This is an optimization exercise on Yosys and OpenROAD, whose aim is small area, a short achievable clock period and few clock cycles per item, not a production implementation. Only simulation tests tie the RTL to the original design; equivalence was not proved.

## flow/design.v (module list and top-level ports; edited modules follow where they fit)
// module tn48_check_engine: 1741 lines
module tn48_check_engine (
    input  wire         clk,
    input  wire         rst,           
    input  wire         ctx_wr,
    input  wire [127:0] ctx_wdata,
    output wire [127:0] ctx_rdata,
    output wire         idle,
    output reg          selfcheck,
    input  wire         in_valid,
    output wire         in_ready,
    input  wire [63:0]  in_data,       
    input  wire [3:0]   in_nbytes,     
    input  wire         in_last,       
    input  wire [63:0]  in_check,      
    output reg          res_valid,
    output reg  [63:0]  res_crc,
    output wire         res_ok,
    output wire         res_pass
);
  // ...
==> flow/flow/run.sh <==
#!/bin/bash
# Layout: the standard flow (standard.sh, unchanged synthesis) with these
# changes to how the layout is made:
#  - the port buffers are sky130_fd_sc_hd__buf_2 instead of the default
#    delay-cell buffer;
#  - timing repair works to a setup margin of 14.5 ns instead of 0.3 ns, so it
#    sizes the design for about a 5.5 ns path; the clock and constraints are
#    the design's;
#  - clock tree sinks are clustered up to 30 per buffer within 100 um.
set -euo pipefail
export BUFFER_PORTS_ARGS="-buffer_cell sky130_fd_sc_hd__buf_2"
bash standard.sh SETUP_SLACK_MARGIN=14.5 CTS_CLUSTER_SIZE=30 CTS_CLUSTER_DIAMETER=100 finish > standard.log 2>&1
==> flow/standard.sh <==
#!/bin/bash
# synth_recipe.tcl (not shown) runs the flow's synth.tcl, then flattens the netlist and writes it again
# the make line also repeats each setting of config.mk as NAME=value (left out here)
make -C /OpenROAD-flow-scripts/flow DESIGN_CONFIG=/design/flow/config.mk WORK_HOME=/design/flow/orfs CLKGATE_MAP_FILE= SYNTH_SCRIPT=/design/flow/synth_recipe.tcl "${@:-finish}"
==> flow/config.mk <==
export PLATFORM = sky130hd
export DESIGN_NAME = tn48_check_engine
export DESIGN_NICKNAME = tn48_check_engine
export VERILOG_FILES = /design/flow/design.v
export SDC_FILE = /design/flow/constraint.sdc
export NUM_CORES = 4
export LEC_CHECK = 0
export CAP_MARGIN = 20
export CORE_MARGIN = 2
export CORE_UTILIZATION = 40
export PLACE_DENSITY = 0.6
export SETUP_SLACK_MARGIN = 0.3
export SLEW_MARGIN = 20
==> flow/constraint.sdc <==
create_clock -name core_clock -period 20.0 [get_ports {clk}]
set_input_delay 4.0000 -clock core_clock [delete_from_list [all_inputs] [get_ports {clk}]]
set_output_delay 4.0000 -clock core_clock [all_outputs]
set_load 0.01 [all_outputs]
==> results.py, run 1 <==
metrics = {
    "floorplan": {
        "ios": 463,
        "core_mm2": 0.0884,
    },
    "critical_path": {
        "critPathMaxStageDelay_ps": 670,
        "critPathTopFamily": "XOR/XNOR gates",
        "r2r_end": "r_eq[0]",
        "worstPathArrival_ps": 6380,
        "timing.critical_path.buf_inv": 1,
        "rrSetupSlack_ps": 14190,
    },
    "status": {
        "status": "no timing/DRC/antenna violations",
    },
    "final_layout": {
        "design_area_mm2": 0.0419,
        "layout-drive-gt1-share_pct": 21.7,
        "mostFrequentLayoutCells": "859 x xnor2_1, 459 x buf_2, 354 x xor2_1, 325 x dfxtp_1, 263 x nand2_1",
        "multi_input_area_share_pct": 65.8,
        "multi_input_cells": 3232,
    },
    "sta": {
        "rsz0062_at_grt": "true",
        "holdWs_ps": 489,
        "tightest_slew_ps": 1320,
    },
    "detailed_routing": {
        "wl_per_cell_um": 40.0,
        "drc_errors": 0,
        "ant_nets": 0,
    },
    "synthesis": {
        "ys_ff_latch": 371,
        "ys.flop_type": "dfxtp_1",
        "syn-instance-count": 3978,
        "synth_top_family_by_area": "XOR/XNOR gates",
    },
    "placed_design": {
        "dp.cells": 5498,
        "place.gp.congestion": 1.11,
    },
    "cts": {
        "insertion_delay_ps": 630,
        "clock-sinks": 371,
        "cts_resized": 151,
    },
    "global_route": {
        "grt-busiest-layer": "met2",
        "grt_start_max_net_pins": 81,
        "grt_pass1_vias": 32800,
    },
    "min_path": {
        "min_from": "count[4]",
    },
}
Testbench counts, summed over its fixed seeds: cycles 68,632, bytes 505,136.
==> run 2, diff against run 1 <==
--- a/flow/design.v
+++ b/flow/design.v
@@ -36,16 +36,18 @@
     reg        dlt_m;
     reg        b_v;
     reg        b_last;
     reg [3:0]  b_nb;
     reg [7:0]  b_bv;           
     reg [7:0]  b_sel;          
     reg [63:0] b_data;
     reg [63:0] b_chk;          
+    reg        b_hz32;         
+    reg        b_hz16;         
     reg [1:0]  r_eq;
     reg        r_pw;
     reg        r_upd;
     assign ctx_rdata = {running, count, poly, mode, last_alive, d_min, d_max, alive_offset};
     assign in_ready  = 1'b1;
     assign idle      = ~b_v & ~r_upd & ~top;
     assign res_ok    = &r_eq;
     assign res_pass  = res_ok & r_pw;
@@ -58,16 +60,18 @@
     endgenerate
     wire [2:0] in_k = 3'd0 - in_nbytes[2:0];
     always @(posedge clk) begin
         b_last <= in_last;
         b_nb   <= in_nbytes;
         b_bv   <= in_bv;
         b_sel  <= 8'd1 << in_k;
         b_chk  <= in_check ^ {32'd0, {32{p32}}};
+        b_hz32 <= (in_check[63:32] == 32'd0);
+        b_hz16 <= (in_check[63:16] == 48'd0);
         b_data <= in_data;
     end
     wire w32 = p32;
     wire w64 = p64;
     wire w16 = p16;
     wire [2:0] wd_poly = ctx_wdata[38:36];
     wire [63:0] y = running;
     wire [63:0] run_top = ({64{w64}} & running)
@@ -1610,18 +1614,40 @@
     assign t16[15] = xs1393;
     wire [63:0] fold_out = ({64{w64}} & t64) | ({64{w32}} & {32'd0, t32}) | ({64{w16}} & {48'd0, t16});
     wire [63:0] fold_top = ({64{w64}} & t64)
                          | ({64{w32}} & {t32[7:0], t32[15:8], t32[23:16], t32[31:24], 32'd0})
                          | ({64{w16}} & {t16, 48'd0});
     wire [63:0] fold_crc = fold_out ^ {32'd0, {32{w32}}};
     wire [63:0] init_v = {{16{(poly == 3'd0) | (poly == 3'd2) | (poly == 3'd3)}},
                           {16{(poly == 3'd0) | (poly == 3'd2)}}, {32{poly == 3'd2}}};
-    wire [63:0] diff = fold_out ^ b_chk;
-    wire [1:0]  eq_nx = {~|diff[63:32], ~|diff[31:0]};
+    wire        eq64_lo = ~|(t64[31:0] ^ b_chk[31:0]);
+    wire        eq64_hi = ~|(t64[63:32] ^ b_chk[63:32]);
+    wire        eq32    = ~|(t32 ^ b_chk[31:0]);
+    wire        eq16    = ~|(t16 ^ b_chk[15:0]);
+    wire [1:0]  eq_nx   = {~w64 | eq64_hi,
+                           (w64 & eq64_lo) | (w32 & b_hz32 & eq32) | (w16 & b_hz16 & eq16)};
+    function [24:0] sub_ks(input [24:0] a, input [24:0] b, input integer w);
+        reg [24:0] p0, p, g;
+        integer i, s;
+        begin
+            p0 = a ^ ~b;
+            p  = p0;
+            g  = a & ~b;
+            for (s = 1; s < 25; s = s * 2)
+                for (i = 24; i >= 0; i = i - 1)
+                    if (i >= s && i < w) begin
+                        g[i] = g[i] | (p[i] & g[i-s]);
+                        p[i] = p[i] & p[i-s];
+                    end
+            sub_ks[0] = ~p0[0];
+            for (i = 1; i < 25; i = i + 1)
+                sub_ks[i] = p0[i] ^ (g[i-1] | p[i-1]);
+        end
+    endfunction
     wire [7:0]  hsel, lsel;
     generate
         for (j = 0; j < 8; j = j + 1) begin : g_sel
             assign hsel[j] = dlt_z && (dlt[2:0] == j) && b_bv[j];
             if (j == 0) begin : g_l0
                 assign lsel[j] = dlt_m && (dlt[2:0] == 3'd7) && b_bv[j];
             end else begin : g_l
                 assign lsel[j] = dlt_z && (dlt[2:0] == j - 1) && b_bv[j];
@@ -1646,21 +1672,22 @@
             if (j == 0) begin : g_d0
                 assign dup_dec[j] = ~dlt[3];
             end else begin : g_dj
                 assign dup_dec[j] = dlt[3+j] ^ ~|dlt[3+j-1:3];
             end
         end
     endgenerate
     wire        dup_one = (dlt[24:3] == 22'd1);
-    wire [24:0] dlt_new = {12'd0, alive_offset} - count;
+    wire [24:0] dlt_new = sub_ks({12'd0, alive_offset}, count, 25);
     wire        upd_now  = r_upd & res_ok;
     wire [15:0] la_now   = upd_now ? {cnt_hi, cnt_lo} : last_alive;
     wire [15:0] ctr_nx   = {hi_nx, lo_nx};
-    wire [15:0] alive_d  = ctr_nx - la_now;
+    wire [24:0] alive_dw = sub_ks({9'd0, ctr_nx}, {9'd0, la_now}, 16);
+    wire [15:0] alive_d  = alive_dw[15:0];
     wire [15:0] d_hi_ok;                     
     generate
         for (j = 0; j < 16; j = j + 1) begin : g_dmax
             assign d_hi_ok[j] = (d_max > j);
         end
     endgenerate
     wire        d_in_win = ~(d_min & (ctr_nx == la_now)) && ~|(alive_d & ~d_hi_ok);
     wire        alive    = (mode == M_ALIVE);
==> flow/flow/run.sh (replaced) <==
#!/bin/bash
# Layout: the standard flow (standard.sh, unchanged synthesis) with two
# changes to how the layout is made:
#  - the port buffers are sky130_fd_sc_hd__buf_2 instead of the default
#    delay-cell buffer;
#  - timing repair works to a setup margin of 14.5 ns instead of 0.3 ns, so it
#    sizes the design for about a 5.5 ns path; the clock and constraints are
#    the design's.
set -euo pipefail
export BUFFER_PORTS_ARGS="-buffer_cell sky130_fd_sc_hd__buf_2"
bash standard.sh SETUP_SLACK_MARGIN=14.5 finish > standard.log 2>&1
==> run 2 against run 1 <==
Net effect: cell area rose by 0.37%; worst setup slack improved by 240 ps; critical path depth decreased by 1; critical path type unchanged; register-to-register slack better by 240 ps.
==> results.py, run 2 <==
metrics = {
    "final_layout": {
        "mostFrequentLayoutCells": "1022 x xnor2_1, 461 x xor2_1, 459 x buf_2, 342 x dfxtp_1, 241 x a22oi_1",
        "fillers": 8568,
        "areaGrowthSynthToFinish_pct": 19.2,
        "final_common_cell": "xnor2_1",
        "layout-drive-gt1-share_pct": 22.7,
        "final_cells": 5657,
        "fin_nets": 4753,
    },
    "sta": {
        "finalCritPeriodShare_pct": 27.9,
        "finalMaxSlewViolations": 0,
        "setup_ws_ps": 14430,
        "min_period_ps": 5570,
        "tightest_slew_ps": 1370,
        "setup_violations": 0,
        "finalHoldViolations": 0,
        "clock.fmax_ghz": 0.179,
        "skew_ps": 66.2,
        "fin_tns_setup_ps": 0,
        "rsz0062_at_grt": "true",
        "max_slew_margin_pct": 7.92,
    },
    "synthesis": {
        "ys_ff_latch": 373,
        "yosys.area.top_type_share_pct": 26.1,
        "ys_seq_area_share_pct": 21.1,
        "synth_edf_count": 0,
        "ys_async_sr_fraction_pct": 0,
        "synth.avg_cell_area_um2": 8.82,
        "yosysMostFrequentCell": "xnor2_1",
        "syn-instance-count": 4005,
        "synth_commonest_cells": "1051 x xnor2_1, 479 x xor2_1, 373 x dfxtp_1",
        "synth_cell_types": 90,
        "synthesis.area_mm2": 0.0353,
        "ys.flop_type": "dfxtp_1",
        "yosys_warnings": 1,
        "synth.area.top_cells": "xnor2_1 26%, dfxtp_1 21%, xor2_1 12%",
        "syn_nets": 4312,
        "yosys.area.top_type": "xnor2_1",
    },
    "detailed_routing": {
        "drt-initial-drc-count": 5996,
        "drc_errors": 0,
        "wl_per_cell_um": 39.6,
        "num_vias": 35500,
        "dr.pass1.iters": 13,
        "ant_nets": 0,
        "via_per_inst": 6.28,
        "drt-total-wl_um": 224000,
    },
    "cts": {
        "tritoncts": "yes",
        "clock_path_buffers": 3,
        "ctsHoldBuffers": 0,
        "htreeDepth": 2,
        "insertion_delay_ps": 650,
        "cts.clk_slew.worst_paths_ps": 60,
        "clock-sinks": 373,
        "numCtsBuffers": 44,
        "cts_root_buffer": "clkbuf_16",
    },
    "critical_path": {
        "rrSetupSlack_ps": 14430,
        "worstPathArrival_ps": 6040,
        "critPathKind": "register to register",
        "critPathMaxStageDelay_ps": 1080,
        "path_depth": 14,
        "end_kind": "register",
        "cpMaxStageDelayCell": "xnor2_1",
        "critPathMostFrequentCell": "xnor2_1",
        "crit_chain": "xor2_1 > a22oi_1 > nand2_4 > xnor2_1 > buf_4 > xnor2_1 > xnor2_1 > xnor2_1 > xnor2_1 > xnor2_1 > xor2_1 > nor3_1 > nand3_1 > o41ai_2",
        "crit_path_end": "r_eq[1]",
        "rr_startpoint": "running[51]",
        "r2r_end": "r_eq[1]",
        "path_max_fanout": 11,
        "critPathTopFamily": "XOR/XNOR gates",
        "crit_path_start": "running[51]",
        "cp-start-kind": "register",
        "timing.critical_path.buf_inv": 1,
        "cp_data_required_time_ps": 20470,
        "r2r.worst_path.cells": 14,
    },
    "floorplan": {
        "core_mm2": 0.0872,
        "ios": 463,
        "die_area_mm2": 0.0907,
        "die_h_um": 301,
        "fp.dieW_um": 301,
        "rows": 108,
        "initial_core_util_pct": 40.5,
    },
    "placed_design": {
        "preCtsSetupSlack_ps": 13220,
        "hpwl_um": 179000,
        "place.gp.congestion": 1.12,
        "dp.cells": 5517,
        "place.port_buffers": 461,
    },
    "global_route": {
        "grt_overflow": 0,
        "grt_pass1_vias": 32900,
        "grt_pass1_wl_um": 294000,
        "grt_start_max_net_pins": 92,
        "antenna_found_initial": 33,
        "globalRouteTotalUtil_pct": 47.8,
    },
    "status": {
        "status": "no timing/DRC/antenna violations",
    },
    "min_path": {
        "hp-class": "register to register",
    },
    "job": {
        "cap_viol_max_count": 0,
    },
}
-- run 2: cell count changes in the layout (fill, tap and decap cells not counted), sizes merged, moves of 35 or more --
| cell | delta |
|---|---|
| xor2 | +146 |
| o221ai | +43 |
| xnor2 | +156 |
| inv | -52 |
| nand2 | -83 |
| clkbuf | +37 |
| o21ai | +53 |
| nor2 | -58 |
| nand2b | -35 |
| xnor3 | -145 |
-- run 2: cells by family (layout without fill, tap and decap cells) --
| family | Yosys count | in the layout | synth area share (%) |
|---|---|---|---|
| adder cells (fa/ha/maj) | 42 | 42 | 1.51 |
| multiplexers | 76 | 76 | 2.22 |
| other | 1 | 22 | 0.0106 |
| buffers and inverters | 327 | 803 | 4.00 |
| XOR/XNOR | 1637 | 1637 | 44.3 |
| AO/OA/AOI/OAI | 862 | 862 | 17.3 |
| flip-flops | 373 | 373 | 21.1 |
| AND/OR/NAND/NOR | 687 | 687 | 9.57 |
-- run 2: stage by stage --
stage	cell area (um^2)	util (%)	hold slack, ps
CTS	41600	47.7	459
global placement	39300	45.1	437
global route	42100	48.3	486
detailed placement	39300	45.1	439
floorplan	35300	-	446
finish	42100	48.3	454
-- run 2: per-layer routing --
metal / vias up / GRT usage, % / routed length (um)
met3: 697 / 14.0 / 26500
met1: 17200 / 59.0 / 83800
li1: 14800 / - / -
met4: 10 / 35.2 / 20400
met5: - / 0 / 66
met2: 2877 / 70.4 / 93300
-- run 2: worst min-delay path by stage --
stage / start / slack [ps] / to / depth (start not counted)
floorplan: mode[1] / 450 / r_pw / 1
global placement: mode[1] / 440 / r_pw / 1
detailed placement: mode[1] / 440 / r_pw / 1
CTS: mode[1] / 460 / r_pw / 1
global route: mode[1] / 490 / r_pw / 1
finish: mode[1] / 450 / r_pw / 1
-- run 2: area by class of cell --
cell class / count / area, um^2 / area share [%]
diodes: 21 / 52.6 / 0.125
clock buffers: 57 / 1250 / 2.98
clock inverters: 24 / 352 / 0.835
inverters: 38 / 144 / 0.342
multi-input cells: 3305 / 27100 / 64.3
flip-flops and latches: 373 / 7530 / 17.9
well taps: 1155 / 1450 / 3.43
repair buffers: 684 / 4240 / 10.1
-- run 2: timing repair --
action                                  in CTS  in global routing
buffers inserted                            24                 13
pin swaps                                   10                  9
endpoints found under the hold margin        0                  0
endpoints found under the setup margin     109                 37
gates cloned                                 0                  1
resized for setup                           80                 53
-- run 2: worst reg2reg max path, cell delays in order (launching register included) --
cell,delay (ps)
dfxtp_1,560
xor2_1,480
a22oi_1,220
nand2_4,370
xnor2_1,180
buf_4,430
xnor2_1,160
xnor2_1,500
xnor2_1,250
xnor2_1,190
xnor2_1,1080
xor2_1,150
nor3_1,330
nand3_1,140
o41ai_2,340
Testbench counts of run 2, summed over its fixed seeds: cycles 68,632, bytes 505,136.
==> run 3, diff against run 2 <==
==> flow/flow/run.sh (replaced) <==
#!/bin/bash
# Layout: the standard flow (standard.sh, unchanged synthesis) with these
# changes to how the layout is made:
#  - the port buffers are sky130_fd_sc_hd__buf_2 instead of the default
#    delay-cell buffer;
#  - timing repair works to a setup margin of 14.5 ns instead of 0.3 ns, so it
#    sizes the design for about a 5.5 ns path; the clock and constraints are
#    the design's;
#  - clock tree sinks are clustered up to 22 per buffer within 80 um.
set -euo pipefail
export BUFFER_PORTS_ARGS="-buffer_cell sky130_fd_sc_hd__buf_2"
bash standard.sh SETUP_SLACK_MARGIN=14.5 CTS_CLUSTER_SIZE=22 CTS_CLUSTER_DIAMETER=80 finish > standard.log 2>&1
==> run 3 against run 2 <==
Net effect: routed wire length decreased by 0.25%; hold slack improved by 4.0 ps; via count decreased by 0.27%; synthesized area unchanged; final cell count decreased by 0.78%; register-to-register slack got worse by 170 ps; still clean on timing, DRC and antenna; global-route usage decreased by 0.31 points; cell area decreased by 1.9%; non-clock buffer count decreased by 12.
==> results.py, run 3 <==
metrics = {
    "status": {
        "status": "no timing/DRC/antenna violations",
    },
    "synthesis": {
        "ys_ff_latch": 373,
        "syn_nets": 4312,
        "yosysMostFrequentCell": "xnor2_1",
        "synth_commonest_cells": "1051 x xnor2_1, 479 x xor2_1, 373 x dfxtp_1",
        "synthesis.area_mm2": 0.0353,
        "syn-instance-count": 4005,
        "ys_seq_area_share_pct": 21.1,
        "ys.flop_type": "dfxtp_1",
        "synth.avg_cell_area_um2": 8.82,
        "yosys_warnings": 1,
        "ys_async_sr_fraction_pct": 0,
        "synth_edf_count": 0,
        "yosys.area.top_type_share_pct": 26.1,
        "synth_cell_types": 90,
        "yosys.area.top_type": "xnor2_1",
        "synth.area.top_cells": "xnor2_1 26%, dfxtp_1 21%, xor2_1 12%",
    },
    "placed_design": {
        "place.gp.congestion": 1.12,
        "dpl_cell_area_mm2": 0.0393,
        "hpwl_um": 179000,
        "place.port_buffers": 461,
    },
    "critical_path": {
        "cpMaxStageDelayCell": "xor2_1",
        "critPathMostFrequentCell": "xnor2_1",
        "critPathKind": "register to register",
        "critPathTopFamily": "XOR/XNOR gates",
        "cp_data_required_time_ps": 20530,
        "critPathMaxStageDelay_ps": 910,
        "end_kind": "register",
        "path_max_fanout": 9,
        "cp-start-kind": "register",
        "timing.critical_path.buf_inv": 0,
        "worstPathArrival_ps": 6270,
        "crit_chain": "xor2_1 > a22oi_1 > nand2_2 > xor2_1 > xnor2_1 > xnor2_1 > xnor2_1 > xnor2_1 > xor2_1 > xnor2_1 > nand4_1 > nor3_1 > nand4_1 > o311ai_1",
    },
    "cts": {
        "clock_path_buffers": 3,
        "htreeDepth": 1,
        "numCtsBuffers": 28,
        "cts.clk_slew.worst_paths_ps": 90,
        "tritoncts": "yes",
        "cts_root_buffer": "clkbuf_16",
        "clock-sinks": 373,
        "insertion_delay_ps": 640,
    },
    "global_route": {
        "globalRouteTotalUtil_pct": 47.5,
        "grt_pass1_wl_um": 293000,
        "antenna_found_initial": 39,
        "grt_pass1_vias": 32800,
        "grt_overflow": 0,
        "grt_start_max_net_pins": 92,
    },
    "final_layout": {
        "final_common_cell": "xnor2_1",
        "design_area_mm2": 0.0413,
        "mostFrequentLayoutCells": "1023 x xnor2_1, 462 x xor2_1, 459 x buf_2, 345 x dfxtp_1, 241 x a22oi_1",
        "final_util_pct": 47.4,
        "areaGrowthSynthToFinish_pct": 16.9,
        "layout-drive-gt1-share_pct": 21.9,
        "fin_nets": 4725,
    },
    "floorplan": {
        "fp.dieW_um": 301,
        "die_area_mm2": 0.0907,
        "core_mm2": 0.0872,
        "ios": 463,
        "initial_core_util_pct": 40.5,
        "die_h_um": 301,
        "rows": 108,
    },
    "detailed_routing": {
        "wl_per_cell_um": 39.8,
        "num_vias": 35400,
        "drt-total-wl_um": 223000,
        "drt-initial-drc-count": 5575,
        "drc_errors": 0,
        "dr.pass1.iters": 14,
        "via_per_inst": 6.32,
        "ant_nets": 0,
    },
    "min_path": {
        "hp-class": "register to register",
    },
    "sta": {
        "setup_violations": 0,
        "finalMaxSlewViolations": 0,
        "rsz0062_at_grt": "true",
        "finalHoldViolations": 0,
        "max_slew_margin_pct": 12.0,
        "clock.fmax_ghz": 0.174,
        "finalCritPeriodShare_pct": 28.7,
        "fin_tns_setup_ps": 0,
        "min_period_ps": 5740,
        "skew_ps": 23.5,
        "tightest_slew_ps": 1310,
    },
    "job": {
        "cap_viol_max_count": 0,
    },
}
## run 3: path summary, 6_finish.rpt
path / startpoint / slack [ps] / cells past startpoint / endpoint
setup reg to reg: running[51] / 14260 / 14 / r_eq[0]
hold reg to reg: mode[1] / 460 / 1 / r_pw
setup / recovery: running[51] / 14260 / 14 / r_eq[0]
hold / removal: mode[1] / 460 / 1 / r_pw
## run 3: cells by family (layout without fill, tap and decap cells)
kind of cell / Yosys count / count (layout) / synth area share, %
XOR/XNOR: 1637 / 1637 / 44.3
AO/OA/AOI/OAI: 862 / 862 / 17.3
AND/OR/NAND/NOR: 687 / 687 / 9.57
flip-flops: 373 / 373 / 21.1
buffers and inverters: 327 / 755 / 4.00
multiplexers: 76 / 76 / 2.22
adder cells (fa/ha/maj): 42 / 42 / 1.51
other: 1 / 26 / 0.0106
## run 3: final cells by class
class                           count  area [um^2]
Antenna cell                       25         62.6
Fill cell                        8643        45900
Sequential cell                   373         7520
Clock inverter                     16          243
Multi-Input combinational cell   3305        27100
Inverter                           38          144
Timing Repair Buffer              672         4070
Tap cell                         1155         1450
Clock buffer                       29          726
## run 3: through the flow
step / setup slack [ps] / hold slack, ps / std cells
final: 14260 / 458 / 5613
after global routing: 14340 / 487 / 5603
after CTS: 14500 / 461 / 5584
after detailed placement: 13220 / 439 / 5517
after global placement: 13220 / 437 / 5517
after floorplan: 14430 / 446 / 4005
## run 3: per-layer routing
metal / GRT usage (%) / up-vias / part of all wire, %
met5: 0 / - / 0.043
met4: 35.9 / 16 / 9.3
met3: 14.7 / 687 / 12
met2: 69.8 / 2873 / 42
met1: 57.9 / 17100 / 37
li1: - / 14700 / -
## run 3: repair_timing
item	4_1_cts	5_1_grt
pin swaps	11	4
setup endpoints to repair	109	30
resized for setup	78	44
setup buffers	22	3
hold buffers	0	0
cloned	0	1
==> run 4, diff against run 3 <==
==> flow/flow/run.sh (replaced) <==
#!/bin/bash
# Layout: the standard flow (standard.sh, unchanged synthesis) with these
# changes to how the layout is made:
#  - the port buffers are sky130_fd_sc_hd__buf_1 instead of the default
#    delay-cell buffer (timing repair may size them up);
#  - timing repair works to a setup margin of 14.5 ns instead of 0.3 ns, so it
#    sizes the design for about a 5.5 ns path; the clock and constraints are
#    the design's;
#  - clock tree sinks are clustered up to 22 per buffer within 80 um.
set -euo pipefail
export BUFFER_PORTS_ARGS="-buffer_cell sky130_fd_sc_hd__buf_1"
bash standard.sh SETUP_SLACK_MARGIN=14.5 CTS_CLUSTER_SIZE=22 CTS_CLUSTER_DIAMETER=80 finish > standard.log 2>&1
==> run 4 against run 3 <==
Net effect: sequential cell count did not move; cell area fell by 0.36%; worst setup slack improved by 170 ps; largest cell class unchanged; synthesized area did not move.
==> results.py, run 4 <==
metrics = {
    "final_layout": {
        "mostFrequentLayoutCells": "1003 x xnor2_1, 462 x xor2_1, 452 x buf_1, 333 x dfxtp_1, 241 x a22oi_1",
        "areaGrowthSynthToFinish_pct": 16.5,
        "final_cells": 5628,
        "final_util_pct": 47.2,
        "design_area_mm2": 0.0411,
        "final_common_cell": "xnor2_1",
        "layout-drive-gt1-share_pct": 12.9,
        "fin_nets": 4755,
    },
    "critical_path": {
        "r2r_end": "running[54]",
        "critPathMaxStageDelay_ps": 760,
        "cp-start-kind": "register",
        "end_kind": "register",
        "critPathKind": "register to register",
        "worstPathArrival_ps": 6120,
        "critPathMostFrequentCell": "xnor2_1",
        "crit_path_start": "running[41]",
        "path_depth": 16,
        "timing.critical_path.buf_inv": 2,
        "path_max_fanout": 8,
        "rr_startpoint": "running[41]",
        "critPathTopFamily": "XOR/XNOR gates",
        "crit_path_end": "running[54]",
        "r2r.worst_path.cells": 16,
        "cpMaxStageDelayCell": "xnor2_1",
        "crit_chain": "buf_4 > xor2_1 > a222oi_1 > nand2_2 > xor2_4 > buf_12 > xnor2_1 > xnor2_1 > xnor2_1 > xnor2_1 > xnor2_1 > or2_2 > o221ai_1 > a21oi_1 > o31a_1 > nor2_1",
        "rrSetupSlack_ps": 14420,
        "cp_data_required_time_ps": 20540,
    },
    "global_route": {
        "grt_pass1_vias": 32900,
        "globalRouteTotalUtil_pct": 46.9,
        "grt_pass1_wl_um": 291000,
        "antenna_found_initial": 29,
        "grt_overflow": 0,
        "grt_start_max_net_pins": 92,
    },
    "job": {
        "cap_viol_max_count": 0,
    },
    "cts": {
        "cts.clk_slew.worst_paths_ps": 100,
        "tritoncts": "yes",
        "numCtsBuffers": 26,
        "cts_root_buffer": "clkbuf_16",
        "clock_path_buffers": 3,
        "insertion_delay_ps": 650,
        "clock-sinks": 373,
        "htreeDepth": 1,
    },
    "placed_design": {
        "dpl_cell_area_mm2": 0.0388,
        "dp.cells": 5523,
        "hpwl_um": 177000,
        "place.gp.congestion": 1.11,
        "place.port_buffers": 461,
    },
    "detailed_routing": {
        "num_vias": 35400,
        "wl_per_cell_um": 39.2,
        "ant_nets": 0,
        "drc_errors": 0,
        "via_per_inst": 6.29,
        "drt-initial-drc-count": 5888,
        "drt-total-wl_um": 221000,
        "dr.pass1.iters": 12,
    },
    "synthesis": {
        "synth.area.top_cells": "xnor2_1 26%, dfxtp_1 21%, xor2_1 12%",
        "yosysMostFrequentCell": "xnor2_1",
        "ys.flop_type": "dfxtp_1",
        "ys_async_sr_fraction_pct": 0,
        "yosys.area.top_type": "xnor2_1",
        "synth_edf_count": 0,
        "syn-instance-count": 4005,
        "synth_cell_types": 90,
        "yosys_warnings": 1,
        "synth.avg_cell_area_um2": 8.82,
        "ys_seq_area_share_pct": 21.1,
        "ys_ff_latch": 373,
        "syn_nets": 4312,
        "synthesis.area_mm2": 0.0353,
        "yosys.area.top_type_share_pct": 26.1,
        "synth_commonest_cells": "1051 x xnor2_1, 479 x xor2_1, 373 x dfxtp_1",
    },
    "sta": {
        "max_slew_margin_pct": 26.2,
        "holdWs_ps": 464,
        "finalHoldViolations": 0,
        "finalMaxSlewViolations": 0,
        "skew_ps": 52.3,
        "fin_tns_setup_ps": 0,
        "min_period_ps": 5580,
        "setup_violations": 0,
        "tightest_slew_ps": 1100,
        "finalCritPeriodShare_pct": 27.9,
        "clock.fmax_ghz": 0.179,
        "rsz0062_at_grt": "true",
    },
    "floorplan": {
        "core_mm2": 0.0872,
        "fp.dieW_um": 301,
        "rows": 108,
        "die_area_mm2": 0.0907,
        "die_h_um": 301,
        "ios": 463,
        "initial_core_util_pct": 40.5,
    },
    "min_path": {
        "hp-class": "register to register",
        "whs_path_depth": 1,
    },
    "status": {
        "status": "no timing/DRC/antenna violations",
    },
}
run 4: final cells by class:
type                       instances  area, um^2
multi-input combinational       3305       27200
sequential                       373        7560
tap                             1155        1450
clock inverter                    14         214
clock buffer                      27         654
antenna                           12        30.0
inverter                          38         144
fill                            8804       46000
timing repair buffer             704        3840
run 4: worst min-delay path by stage:
stage | end | startpoint
after floorplan | r_pw | mode[1]
after global placement | r_pw | mode[1]
after CTS | r_pw | mode[1]
final | r_pw | mode[1]
after global routing | r_pw | mode[1]
after detailed placement | r_pw | mode[1]
run 4: routing by layer:
| metal | wire, um | track usage, % | vias to the layer above |
|---|---|---|---|
| met5 | 167 | 0 | - |
| met4 | 20200 | 34.8 | 26 |
| met3 | 27400 | 14.9 | 706 |
| met2 | 90700 | 68.3 | 2862 |
| met1 | 82000 | 57.8 | 17000 |
| li1 | - | - | 14800 |
run 4: per-stage QoR:
stage	setup WS (ps)
global route	14340
finish	14420
CTS	14500
floorplan	14430
global placement	13380
detailed placement	13300
run 4: repair_timing:
action / 4_1_cts / 5_1_grt
gates resized for setup: 112 / 61
pin swaps: 10 / 9
setup buffers: 19 / 31
cloned: 2 / 0
hold buffers: 0 / 0
setup endpoints to repair: 118 / 38
run 4: cells by family (layout without fill, tap and decap cells):
family	count (synthesis)	after routing	share of synthesized area (%)
other	1	13	0.0106
adders and majority gates	42	42	1.51
muxes	76	76	2.22
AOI/OAI and AO/OA	862	862	17.3
xor gates and xnor gates	1637	1637	44.3
DFF	373	373	21.1
and+or+nand+nor	687	687	9.57
buffers and inverters	327	783	4.00
==> run 5, diff against run 4 <==
==> flow/flow/run.sh (replaced) <==
#!/bin/bash
# Layout: the standard flow (standard.sh, unchanged synthesis) with two
# changes to how the layout is made:
#  - the port buffers are sky130_fd_sc_hd__buf_1 instead of the default
#    delay-cell buffer (timing repair may size them up);
#  - timing repair works to a setup margin of 14.5 ns instead of 0.3 ns, so it
#    sizes the design for about a 5.5 ns path; the clock and constraints are
#    the design's.
set -euo pipefail
export BUFFER_PORTS_ARGS="-buffer_cell sky130_fd_sc_hd__buf_1"
bash standard.sh SETUP_SLACK_MARGIN=14.5 finish > standard.log 2>&1
==> run 5 against run 4 <==
Net effect: fmax shrank 3.8%; core utilization grew 0.39 points; routed wire length grew 0.27%; largest cell class unchanged; still clean.
==> results.py, run 5 <==
metrics = {
    "status": {
        "status": "no timing/DRC/antenna violations",
    },
    "placed_design": {
        "hpwl_um": 177000,
        "dp.cells": 5523,
        "place.port_buffers": 461,
        "dpl_cell_area_mm2": 0.0388,
        "place.gp.congestion": 1.11,
    },
    "synthesis": {
        "syn_nets": 4312,
        "ys_ff_latch": 373,
        "syn-instance-count": 4005,
        "yosysMostFrequentCell": "xnor2_1",
        "synth_edf_count": 0,
        "ys.flop_type": "dfxtp_1",
        "yosys.area.top_type_share_pct": 26.1,
        "ys_seq_area_share_pct": 21.1,
        "ys_async_sr_fraction_pct": 0,
        "synth.avg_cell_area_um2": 8.82,
        "synth.area.top_cells": "xnor2_1 26%, dfxtp_1 21%, xor2_1 12%",
        "synthesis.area_mm2": 0.0353,
        "synth_cell_types": 90,
        "yosys_warnings": 1,
        "yosys.area.top_type": "xnor2_1",
        "synth_commonest_cells": "1051 x xnor2_1, 479 x xor2_1, 373 x dfxtp_1",
    },
    "critical_path": {
        "worstPathArrival_ps": 6290,
        "critPathKind": "register to register",
        "path_max_fanout": 8,
        "cpMaxStageDelayCell": "xnor2_1",
        "critPathMaxStageDelay_ps": 760,
        "timing.critical_path.buf_inv": 1,
        "critPathMostFrequentCell": "xnor2_1",
        "end_kind": "register",
        "crit_chain": "buf_4 > xor2_1 > a222oi_1 > nand2_2 > xor2_4 > xnor2_1 > xnor2_1 > xnor2_1 > xnor2_1 > xnor2_1 > or2_2 > o221ai_1 > a21oi_1 > o31a_1 > nor2_1",
        "rrSetupSlack_ps": 14200,
        "critPathTopFamily": "XOR/XNOR gates",
        "cp_data_required_time_ps": 20500,
        "cp-start-kind": "register",
    },
    "cts": {
        "cts.clk_slew.worst_paths_ps": 70,
        "clock-sinks": 373,
        "cts_root_buffer": "clkbuf_16",
        "insertion_delay_ps": 620,
        "numCtsBuffers": 44,
        "tritoncts": "yes",
        "clock_path_buffers": 3,
        "ctsHoldBuffers": 0,
        "htreeDepth": 2,
    },
    "detailed_routing": {
        "drt-total-wl_um": 221000,
        "drc_errors": 0,
        "via_per_inst": 6.29,
        "num_vias": 35600,
        "ant_nets": 0,
        "dr.pass1.iters": 17,
        "wl_per_cell_um": 39.1,
        "drt-initial-drc-count": 6039,
    },
    "sta": {
        "skew_ps": 39.4,
        "finalCritPeriodShare_pct": 29.0,
        "max_slew_margin_pct": 22.5,
        "finalHoldViolations": 0,
        "rsz0062_at_grt": "true",
        "setup_violations": 0,
        "finalMaxSlewViolations": 0,
        "tightest_slew_ps": 1150,
        "min_period_ps": 5800,
        "fin_tns_setup_ps": 0,
        "clock.fmax_ghz": 0.173,
    },
    "final_layout": {
        "fillers": 8716,
        "mostFrequentLayoutCells": "1009 x xnor2_1, 468 x xor2_1, 456 x buf_1, 335 x dfxtp_1, 241 x a22oi_1",
        "final_common_cell": "xnor2_1",
        "final_cells": 5655,
        "areaGrowthSynthToFinish_pct": 17.4,
        "design_area_mm2": 0.0415,
        "layout-drive-gt1-share_pct": 12.9,
        "fin_nets": 4759,
    },
    "global_route": {
        "antenna_found_initial": 23,
        "grt_overflow": 0,
        "grt_start_max_net_pins": 92,
        "globalRouteTotalUtil_pct": 46.9,
        "grt_pass1_wl_um": 291000,
        "grt_pass1_vias": 33000,
    },
    "floorplan": {
        "initial_core_util_pct": 40.5,
        "die_h_um": 301,
        "die_area_mm2": 0.0907,
        "core_mm2": 0.0872,
        "ios": 463,
        "fp.dieW_um": 301,
        "rows": 108,
    },
    "job": {
        "cap_viol_max_count": 0,
    },
    "min_path": {
        "hp-class": "register to register",
    },
}
## run 5: cell count changes in the layout (fill, tap and decap cells not counted), moves of 5 or more
cell       before   now
xor2_1        462   468
clkbuf_8        0     5
dfxtp_2        23    29
xnor2_1      1003  1009
clkinv_2        2     9
buf_4         211   206
dfxtp_4        17     9
clkbuf_16      26    47
buf_6          19    12
## run 5: timing repair
action                                  4_1_cts  5_1_grt
cloned                                        0        2
pin swaps                                     7        6
setup buffers                                12       24
resized for setup                            98       42
endpoints found under the setup margin      115       40
## run 5: final timing paths
check	start	endpoint	cells after the start
min	mode[1]	r_pw	1
max reg2reg	running[41]	running[54]	15
min reg2reg	mode[1]	r_pw	1
max	running[41]	running[54]	15
## run 5: routing by layer
metal,GRT usage (%),vias to the layer above,wire [um]
li1,-,14800,-
met1,57.8,17200,82300
met2,68.6,2890,91200
met3,15.1,696,27900
met4,33.8,8,19600
met5,0.847,-,139
## run 5: cell families (layout without fill, tap and decap cells)
| group | after synthesis | in the layout | share of synthesized area (%) |
|---|---|---|---|
| xor+xnor | 1637 | 1637 | 44.3 |
| compound gates | 862 | 862 | 17.3 |
| simple gates | 687 | 687 | 9.57 |
| flops | 373 | 373 | 21.1 |
| buf+inv | 327 | 808 | 4.00 |
| mux | 76 | 76 | 2.22 |
| fa+ha+maj | 42 | 42 | 1.51 |
| other cells | 1 | 15 | 0.0106 |
## run 5: final cells by class
cell class                      instances  area [um^2]  area share, %
Antenna cell                           14         35.0         0.0845
Clock buffer                           54         1210           2.92
Clock inverter                         26          323          0.778
Inverter                               38          144          0.347
Multi-Input combinational cell       3305        27100           65.4
Sequential cell                       373         7540           18.2
Tap cell                             1155         1450           3.48
Timing Repair Buffer                  690         3670           8.85
## run 5: stage by stage
step | worst slack (ps) | util (%) | hold WS (ps)
CTS | 14400 | 46.9 | 476
global placement | 13380 | 44.5 | 441
global route | 14220 | 47.6 | 477
finish | 14200 | 47.6 | 471
detailed placement | 13300 | 44.5 | 448
floorplan | 14430 | - | 446

what the ideal ports hide:
In the flow no input, the clock included, has a driving cell. The finished layouts below were timed again as built, in two steps.
Step 1 sets driving cells, clkbuf_16 on the clock port and buf_2 on the other inputs (assumed; they add their load-dependent delay and slew).
Step 2 times the ports against the registers' clock, not the clock port: input delays grow and output delays shrink by t, the midpoint of the rising clock arrivals with the driver on.
a / b / c = no drivers / after step 1 / after step 2; a / b = the first two.
| run | t (ns) | slack for setup (ns) | worst hold slack (ns) |
|---|---|---|---|
| run 1 | 0.674 | 14.189 / 14.189 / 13.623 | 0.489 / 0.489 / 0.489 |
| run 2 | 0.688 | 14.426 / 14.426 / 13.857 | 0.454 / 0.454 / 0.454 |
| run 3 | 0.688 | 14.257 / 14.257 / 13.876 | 0.458 / 0.458 / 0.458 |
| run 4 | 0.691 | 14.424 / 14.418 / 13.833 | 0.464 / 0.464 / 0.464 |
| run 5 | 0.673 | 14.204 / 14.204 / 13.866 | 0.471 / 0.471 / 0.471 |
After both steps setup and hold are still met in every run listed. For run 4, which loses most, drivers alone change the setup slack by -0.006 ns; drivers and shift together by -0.591 ns.
